Background: an optimization exercise with open tools, aiming at small area, a short achievable clock period and few clock cycles per item. Do not read the settings as production practice.
In this exercise RTL edits were held to simulation tests only and were not proved equivalent to the original.
Power figures rest on the tool's default switching activity, not on a simulated workload.

==> run a <==
Design str_rebuild, start of the top module:
module str_rebuild (
  input         clk,
  input         rst,
  input         in_valid,
  output        in_ready,
  input  [31:0] in_data,
  input  [31:0] in_mask,
  output        out_valid,
  input         out_ready,
  output [1:0]  out_n,
  output [4:0]  out_role_a,
  output [31:0] out_data_a,
  output [4:0]  out_role_b,
  output [31:0] out_data_b
);
==> flow/config.mk <==
export PLATFORM = sky130hd
export DESIGN_NAME = str_rebuild
export DESIGN_NICKNAME = str_rebuild
export VERILOG_FILES = /design/flow/design.v
export SDC_FILE = /design/flow/constraint.sdc
export NUM_CORES = 4
export LEC_CHECK = 0
export ABC_AREA = 1
export CAP_MARGIN = 20
export CORE_MARGIN = 2
export CORE_UTILIZATION = 50
export PLACE_DENSITY = 0.65
export SETUP_SLACK_MARGIN = 5
export SLEW_MARGIN = 20
==> flow/constraint.sdc <==
create_clock -name core_clock -period 8.0 [get_ports {clk}]
set_input_delay 1.6000 -clock core_clock [delete_from_list [all_inputs] [get_ports {clk}]]
set_output_delay 1.6000 -clock core_clock [all_outputs]
set_load 0.01 [all_outputs]
run.sh (not shown) runs the stock make flow with config.mk's settings and CLKGATE_MAP_FILE= SYNTH_SCRIPT=/design/flow/synth_recipe.tcl, a recipe that flattens the netlist after the stock synthesis.
==> inputs of run b, as changes to run a <==
==> flow/design.v (replaced) <==
module str_rebuild (
  input         clk,
  input         rst,
  input         in_valid,
  output        in_ready,
  input  [31:0] in_data,
  input  [31:0] in_mask,
  output        out_valid,
  input         out_ready,
  output [1:0]  out_n,
  output [4:0]  out_role_a,
  output [31:0] out_data_a,
  output [4:0]  out_role_b,
  output [31:0] out_data_b
);
  function [7:0] gf_mul(input [7:0] a, input [7:0] b);
    integer i;
    reg [7:0] p, t;
    begin
      p = 8'h00;
      t = a;
      for (i = 0; i < 8; i = i + 1) begin
        if (b[i]) p = p ^ t;
        t = {t[6:0], 1'b0} ^ (t[7] ? 8'h1D : 8'h00);
      end
      gf_mul = p;
    end
  endfunction
  function [7:0] gf_div2(input [7:0] a);
    gf_div2 = {1'b0, a[7:1]} ^ (a[0] ? 8'h8E : 8'h00);
  endfunction
  function [7:0] ainv(input [4:0] k);
    reg [31:0] t0, t1, t2, t3, t4, t5, t6, t7;
    begin
      t0 = 32'h09FE178D;
      t1 = 32'h84FF0BC6;
      t2 = 32'h4B81926E;
      t3 = 32'h2C3EDEBA;
      t4 = 32'h9FE178D0;
      t5 = 32'h4FF0BC68;
      t6 = 32'h27F85E34;
      t7 = 32'h13FC2F1A;
      ainv = {t7[k], t6[k], t5[k], t4[k], t3[k], t2[k], t1[k], t0[k]};
    end
  endfunction
  function [7:0] wtab(input [4:0] k);
    reg [31:0] t0, t1, t2, t3, t4, t5, t6, t7;
    begin
      t0 = 32'h1FD6E992;
      t1 = 32'h5F9D8454;
      t2 = 32'h524738EE;
      t3 = 32'hBE228668;
      t4 = 32'hD4D20CDA;
      t5 = 32'h0C7D2F36;
      t6 = 32'hD0BB6CF2;
      t7 = 32'h3EF2F72E;
      wtab = {t7[k], t6[k], t5[k], t4[k], t3[k], t2[k], t1[k], t0[k]};
    end
  endfunction
  reg        rdy_r;
  reg [4:0]  role;
  reg [31:2] mask_r;
  reg        e0;           
  reg        er_r;
  reg [1:0]  ecnt;
  reg [4:0]  px, py;
  reg [31:0] ps, h;
  reg  first, last;        
  wire accept = in_valid && rdy_r;
  wire drop0  = (role == 5'd1) && e0;
  wire [4:0] role_n = accept ? role + 5'd1 : role;
  wire [31:0] mm = {mask_r, 2'b00};
  always @(posedge clk) begin
    if (first) begin
      mask_r <= in_mask[31:2];
      e0     <= in_mask[0];
      er_r   <= in_mask[1];
    end else if (accept) begin
      er_r   <= mm[role + 5'd1];
    end
  end
  reg [1:0] ecnt_t;
  reg [4:0] px_t, py_t;
  always @(*) begin
    ecnt_t = ecnt;
    px_t   = px;
    py_t   = py;
    if (er_r) begin
      if (ecnt == 2'd0) px_t = role;
      if (ecnt == 2'd1) py_t = role;
      if (ecnt != 2'd3) ecnt_t = ecnt + 2'd1;
    end
  end
  always @(posedge clk) begin
    if (accept) begin
      if (first) begin
        ecnt <= {1'b0, in_mask[0]};
        px   <= 5'd0;
        py   <= 5'd0;
      end else begin
        ecnt <= ecnt_t;
        px   <= px_t;
        py   <= py_t;
      end
    end
  end
  wire        clr    = accept && (first || drop0);
  wire        keep = accept && (first || !er_r);
  wire [31:0] dg   = in_data & {32{keep}};
  wire [31:0] hm = h & {32{!(first || drop0)}};
  integer b;
  always @(posedge clk) begin
    ps <= (ps & {32{!clr}}) ^ dg;
    if (accept && role < 5'd30)
      for (b = 0; b < 4; b = b + 1)
        h[8*b +: 8] <= gf_div2(hm[8*b +: 8]) ^ dg[8*b +: 8];
  end
  reg [31:0] qs;
  always @(*)
    for (b = 0; b < 4; b = b + 1)
      qs[8*b +: 8] = gf_mul(h[8*b +: 8], 8'h30) ^ (er_r ? 8'h00 : in_data[8*b +: 8]);
  reg        busy, ov;
  reg [2:0]  sub;          
  reg [1:0]  lane;
  reg [1:0]  on_r;
  reg [4:0]  ora, orb;
  reg [31:0] ra, rb;
  reg [7:0]  mo_r;
  wire lden = last && rdy_r;
  wire load = accept && last;
  wire two   = (on_r == 2'd2);
  wire c_pq  = two && (ora == 5'd30);
  wire c_xq  = two && (orb == 5'd31) && !c_pq;
  wire c_xp  = two && (orb == 5'd30);
  wire c_xy  = two && (orb < 5'd30);
  wire c_q   = (on_r == 2'd1) && (ora == 5'd31);
  wire c_one = (on_r == 2'd1) && !c_q;
  wire [2:0] sub_n = (sub == 3'd6 || sub == 3'd5) ? 3'd0 : sub + 3'd1;
  wire       sel_k2 = (sub == 3'd2 || sub == 3'd3);
  wire       sel_lo = (sub == 3'd0 || sub == 3'd3);
  wire [4:0] tidx   = sel_k2 ? ~ora : (c_xy ? orb : ora);
  wire [7:0] tinv   = ainv(tidx);
  reg  [7:0] coef_n;
  reg  [3:0] nib;
  always @(*) begin
    if (sel_k2)
      coef_n = c_xy ? wtab(orb - ora) : (c_xq ? tinv : 8'h01);
    else
      coef_n = (c_xy || c_xp || c_xq) ? tinv : 8'h01;
  end
  wire [7:0] a0    = ra[7:0];
  wire [7:0] b0    = rb[7:0];
  wire       lo    = (sub == 3'd1 || sub == 3'd4);
  wire [7:0] m     = c_xq ? gf_mul(mo_r, 8'hC0) : mo_r;
  wire       s1    = c_xy || c_xq;
  wire       sva   = c_xy || c_xp || c_q;    
  wire       svb   = c_xy || c_xp;           
  wire       keepa = two || c_one;           
  wire       keepb = two;                    
  wire [7:0] va    = sva ? m : (a0 & {8{keepa}});
  wire [7:0] vb    = svb ? (a0 ^ m) : (m & {8{keepb}});
  wire [1:0] ecnt_l = ecnt_t;
  wire       many   = (ecnt_l == 2'd3);
  always @(posedge clk) begin
    mo_r <= gf_mul(mo_r & {8{lo}}, 8'h10) ^ gf_mul(b0, {4'd0, nib});
    nib  <= sel_lo ? coef_n[3:0] : coef_n[7:4];
  end
  always @(posedge clk) begin
    if (lden) begin
      ra   <= ps;
      rb   <= qs;
      on_r <= ecnt_l;
      ora  <= many ? 5'd0 : px_t;
      orb  <= many ? 5'd0 : py_t;
    end else if (busy) begin
      if (sub == 3'd5) begin
        ra <= {va, ra[31:8]};
        rb <= {vb, rb[31:8]};
      end else if (sub == 3'd2) begin
        rb[7:0] <= mo_r ^ (a0 & {8{s1}});
      end
    end
  end
  wire done   = busy && (lane == 2'd3) && (sub == 3'd5);
  wire ov_n   = done || (ov && !out_ready);
  wire busy_n = load || (busy && !done);
  always @(posedge clk) begin
    if (rst) begin
      role  <= 5'd0;
      first <= 1'b1;
      last  <= 1'b0;
      busy  <= 1'b0;
      ov    <= 1'b0;
      rdy_r <= 1'b1;
    end else begin
      role  <= role_n;
      first <= (role_n == 5'd0);
      last  <= (role_n == 5'd31);
      busy  <= busy_n;
      ov    <= ov_n;
      rdy_r <= !((role_n == 5'd31) && (busy_n || ov_n));
    end
    if (load) begin
      sub  <= 3'd6;
      lane <= 2'd0;
    end else if (busy) begin
      sub  <= sub_n;
      if (sub == 3'd5) lane <= lane + 2'd1;
    end
  end
  assign in_ready   = rdy_r;
  assign out_valid  = ov;
  assign out_n      = on_r;
  assign out_role_a = ora;
  assign out_data_a = ra;
  assign out_role_b = orb;
  assign out_data_b = rb;
endmodule
==> flow/flow/run.sh (new file) <==
#!/bin/bash
# Standard ORFS layout (the standard.sh) with three changes: the port
# buffers are buf_2 cells instead of the smallest buffer-like cell, the clock
# tree is built without sink clustering (two clkbuf_16 levels), and
# repair_timing aims at a 5.25 ns setup margin (a 2.75 ns period).
set -euo pipefail
export BUFFER_PORTS_ARGS="-buffer_cell sky130_fd_sc_hd__buf_2"
export CTS_ARGS="-repair_clock_nets"
bash standard.sh SETUP_SLACK_MARGIN=5.25 finish > standard.log 2>&1
==> flow/standard.sh (new file) <==
#!/bin/bash
# synth_recipe.tcl (not shown) runs the flow's synth.tcl, then flattens the netlist and writes it again
# the make line also repeats each setting of config.mk as NAME=value (left out here)
make -C /OpenROAD-flow-scripts/flow DESIGN_CONFIG=/design/flow/config.mk WORK_HOME=/design/flow/orfs CLKGATE_MAP_FILE= SYNTH_SCRIPT=/design/flow/synth_recipe.tcl "${@:-finish}"
Settings changed: CORE_UTILIZATION 50 to 60, CTS_CLUSTER_DIAMETER from default to 60, CTS_CLUSTER_SIZE from default to 30, PLACE_DENSITY 0.65 to 0.75.
removed: flow/run.sh
==> inputs of run c, as changes to run a <==
==> flow/flow/run.sh (new file) <==
#!/bin/bash
# Standard ORFS layout (the standard.sh) with the port buffers placed as
# buf_2 cells, and repair_timing aiming at a 5.5 ns setup margin.
set -euo pipefail
export BUFFER_PORTS_ARGS="-buffer_cell sky130_fd_sc_hd__buf_2"
bash standard.sh SETUP_SLACK_MARGIN=5.5 finish > standard.log 2>&1
==> flow/standard.sh (new file) <==
#!/bin/bash
# synth_recipe.tcl (not shown) runs the flow's synth.tcl, then flattens the netlist and writes it again
# the make line also repeats each setting of config.mk as NAME=value (left out here)
make -C /OpenROAD-flow-scripts/flow DESIGN_CONFIG=/design/flow/config.mk WORK_HOME=/design/flow/orfs CLKGATE_MAP_FILE= SYNTH_SCRIPT=/design/flow/synth_recipe.tcl "${@:-finish}"
Settings changed: CTS_CLUSTER_DIAMETER from default to 60, CTS_CLUSTER_SIZE from default to 30.
removed: flow/run.sh
==> inputs of run d, as changes to run a <==
Settings changed: CORE_UTILIZATION 50 to 30, PLACE_DENSITY 0.65 to 0.5.
==> comparison <==
- Sequential share of layout area: run d is lower than run a (1.1 points).
- Setup slack: run a is worse than run c (0.13 ns).
- The highest maximum frequency belongs to run b, the lowest to run a.
- In run b the cell area is lower than in run a, by about 18%.
- Routed wire length, lowest first: run b, run a, run c, run d.
- In sequential power, run a and run b hardly differ.
- First-iteration DRC count: run a is higher than run d (about 26%).
- Global-route usage: run b > run c > run a > run d.
==> figures <==
metric                                                  run b       run d       run a       run c
Run status                   no timing/DRC/antenna violations  no timing/DRC/antenna violations  no timing/DRC/antenna violations  no timing/DRC/antenna violations
Worst Hold Launch                                     lane[0]      ps[17]       ps[8]       ps[0]
Post-layout min period                                2.76 ns     2.97 ns     2.98 ns     2.85 ns
Stages on worst setup path                                  1           1           2           2
Sequential cell area fraction in the yosys report       45.2%       40.1%       40.1%       40.1%
Sequential cell count of the final layout                 211         207         207         207
Crit path buf inv count                                     1           1           2           2
Layout fillers                                           1697        4841        2571        2373
Reg2Reg Launch Point                                     er_r       rb[3]      sub[0]      sub[1]
Worst slew margin                                       41.4%       41.0%       31.0%       60.9%
Half-perimeter wire length after placement           23700 µm    34500 µm    31200 µm    30800 µm
TritonCTS sink count                                      211         207         207         207
Area fraction in compound gates after synthesis         7.58%       11.2%       11.2%       11.2%
Drt pass-1 iters                                            5           5           7           6
Power share of the clock group                          27.0%       31.4%       29.6%       25.7%
Clock tree buffer depth                                     2           3           3           3
Met3 Resource Use GR                                    5.79%       2.08%       3.11%       3.14%
Achievable Freq                                       362 MHz     337 MHz     335 MHz     351 MHz
Testbench counts of run a, summed over its fixed seeds: cycles 61,552, columns 1,920.
Testbench counts of run b, summed over its fixed seeds: cycles 61,648, columns 1,920.
Testbench counts of run c, summed over its fixed seeds: cycles 61,552, columns 1,920.
Testbench counts of run d, summed over its fixed seeds: cycles 61,552, columns 1,920.

static timing again, ports no longer ideal:
No port has a modelled driver above. Below, the same layouts with a new extraction and two added sets of constraints.
Step 1, drivers: a clkbuf_16 drives clk and a buf_2 each remaining input, both assumed.
Step 2 times the ports against the registers' clock, not the clock port: input delays grow and output delays shrink by t, the midpoint of the rising clock arrivals with the driver on.
Three values: ideal ports, drivers, drivers and shift; two values: the first two.
| run | t (ns) | slack for setup (ns) | hold slack, ns | slew at the worst register clock pin (ns) | pins driven straight from the clock port |
|---|---|---|---|---|---|
| run a | 0.567 | 5.019 / 4.968 / 4.572 | 0.481 / 0.481 / 0.481 | 0.07 / 0.07 | 1 |
| run b | 0.488 | 5.241 / 5.191 / 4.983 | 0.471 / 0.471 / 0.471 | 0.08 / 0.08 | 1 |
| run c | 0.552 | 5.149 / 5.097 / 5.000 | 0.487 / 0.487 / 0.487 | 0.10 / 0.10 | 1 |
| run d | 0.587 | 5.034 / 4.977 / 4.586 | 0.479 / 0.479 / 0.479 | 0.07 / 0.07 | 1 |
After both steps every run listed still meets setup and hold. For run d, which loses most, drivers alone change the setup slack by -0.057 ns; drivers and shift together by -0.448 ns.
